Source: an optimization exercise on an open RTL-to-GDS flow (aim: small area, a short achievable clock period and few clock cycles). Production flows keep margins and buffers that such runs may drop.
At most, simulation tests tie the RTL to the original design; equivalence was not proved.

## 12-08
Design strobe_energy, start of the top module:
module strobe_energy (
    input  wire        clk,
    input  wire        rst,
    input  wire        tbl_we,
    input  wire [2:0]  tbl_sel,
    input  wire [3:0]  tbl_idx,
    input  wire [31:0] tbl_data,
    input  wire        step_start,
    input  wire [15:0] step_theta,
    input  wire [10:0] step_density,
    input  wire        step_boost,
    input  wire [2:0]  step_pclass,
    input  wire [1:0]  step_nsub,
    input  wire        step_clamp,
    input  wire        dot_valid,
    output wire        dot_ready,
    input  wire [1:0]  dot_value,
    input  wire [3:0]  dot_hist,
    output wire        res_valid,
    input  wire        res_ready,
    output wire [22:0] res_energy,
    output wire [3:0]  res_mask
);
For scale: ~1300 flip-flops, roughly 110 I/O pins.
Settings: LEC_CHECK=0, CAP_MARGIN=20, CORE_MARGIN=2, CORE_UTILIZATION=40, PLACE_DENSITY=0.6, SLEW_MARGIN=20; clock period 52.0 ns.
run.sh (not shown) runs the stock make flow with config.mk's settings and CLKGATE_MAP_FILE= SYNTH_SCRIPT=/design/flow/synth_recipe.tcl, a recipe that flattens the netlist after the stock synthesis.
No stage failed in 12-08, and the final checks on the layout all came back clean.
Input changes introduced in 09-13 (baseline for comparison: 12-08):
- ABC_AREA newly set to 1
## What came out
Changes observed in 09-13 relative to 12-08: smallest setup slack after layout went up 1.33 ns; via total after detailed routing +about 15%; fraction of area in registers shows a reduction of 0.66 points. Going from 12-08 to 09-13, worst-path maximum fanout grew by more than 100%.
Function was not checked in any run of this note: the RTL went through the layout flow alone.


== orange ==
strobe_energy, a different RTL version from the one above (not shown whole).
For scale: ~1,400 flip-flops, roughly 110 I/O pins, roughly 95,000 um2 of cells after synthesis.
Settings: LEC_CHECK=0, CAP_MARGIN=20, CORE_MARGIN=2, CORE_UTILIZATION=40, PLACE_DENSITY=0.6, SLEW_MARGIN=20; clock period 52.0 ns.
orange ended with every stage complete and zero timing, DRC or antenna violations.
diff inputs: orange => blue
- ABC_AREA: unset -> 1
[summary]
- Wire: blue routes more than orange
- When the final numbers for blue and orange were put side by side, the maximum clock frequency turned out to be smaller in blue.
- In the flow results for blue and orange, the setup slack of the critical path after layout is larger on orange.
- Summary of the comparison: synthesized cell count is higher in blue, relative to orange.
- Compared with orange, area of the core in blue increased by a few percent.
No run of this note included a check of the RTL's function; only the layout flow was run.


strobe_energy, a different RTL version from the one above (not shown whole).
Size: ~8000 cells after synthesis, about 1400 flip-flops, ~90000 µm² of cells after synthesis.
==> flow/config.mk <==
export PLATFORM = sky130hd
export DESIGN_NAME = strobe_energy
export DESIGN_NICKNAME = strobe_energy
export VERILOG_FILES = /design/flow/design.v
export SDC_FILE = /design/flow/constraint.sdc
export NUM_CORES = 4
export LEC_CHECK = 0
export CAP_MARGIN = 0
export CORE_MARGIN = 2
export CORE_UTILIZATION = 40
export CTS_CLUSTER_DIAMETER = 150
export CTS_CLUSTER_SIZE = 20
export PLACE_DENSITY = 0.6
export SLEW_MARGIN = 0
==> flow/constraint.sdc <==
create_clock -name core_clock -period 52.0 [get_ports {clk}]
set_input_delay 10.4000 -clock core_clock [delete_from_list [all_inputs] [get_ports {clk}]]
set_output_delay 10.4000 -clock core_clock [all_outputs]
set_load 0.01 [all_outputs]
standard.sh (not shown) runs the stock make flow with config.mk's settings and CLKGATE_MAP_FILE= SYNTH_SCRIPT=/design/flow/synth_recipe.tcl, a recipe that flattens the netlist after the stock synthesis.
==> flow/flow/run.sh <==
#!/bin/bash
# The standard layout, except that the input and output ports are buffered
# with buf_4 cells instead of the delay buffers buffer_ports picks by default.
# make's full output (which holds every tool's output) goes to flow_make.log;
# ORFS also keeps each step's log under orfs/logs/.
set -o pipefail
bash standard.sh "BUFFER_PORTS_ARGS=-buffer_cell sky130_fd_sc_hd__buf_4" finish > flow_make.log 2>&1
Testbench counts at the start, summed over its fixed seeds: cycles 19,911.
==> next run, changes <==
Settings changed: CAP_MARGIN 0 to 20, SLEW_MARGIN 0 to 20.
Result:
- first-iteration DRC count goes up slightly
- worst hold slack improves by 3.9 ps
- utilization stays flat
- non-clock buffer count does not change
- global-route usage is about the same
- synthesized cell count stays the same
- design area stays flat

port drivers added, routing unchanged:
The flow's constraints put no driver on any port. The routed layouts listed below were extracted and timed again, unchanged, in two steps. Step 1 (the two cells are an assumption about what drives the block):
set clk [get_ports {clk}]
set_driving_cell -lib_cell sky130_fd_sc_hd__clkbuf_16 $clk
set_driving_cell -lib_cell sky130_fd_sc_hd__buf_2 [delete_from_list [all_inputs] $clk]
Step 2 adds t to the input delays and takes it off the output delays; t is the mean of the earliest and latest rising clock arrival at the registers after step 1. Input paths then give back, and output paths get back, about the clock's delay inside the block. a / b / c = ideal / step 1 / step 2; a / b = the first two.
run | t, ns | setup WS [ns] | worst setup path at the end | pins driven straight from the clock port
12-08 | 0.889 | 37.324 / 37.324 / 37.324 | register to register | 1
09-13 | 0.903 | 38.653 / 38.653 / 38.653 | register to register | 1
orange | 0.883 | 39.375 / 39.402 / 38.561 | input to register | 1
blue | 0.889 | 38.804 / 38.709 / 38.378 | input to register | 1
the first run of note 3 | 0.831 | 40.034 / 40.034 / 39.452 | input to register | 1
the second run of note 3 | 0.839 | 40.273 / 40.221 / 39.439 | input to register | 1
After both steps setup and hold are still met in every run listed. The setup slack of the second run of note 3, which loses most, moves by -0.052 ns with the drivers and by -0.834 ns with both steps.
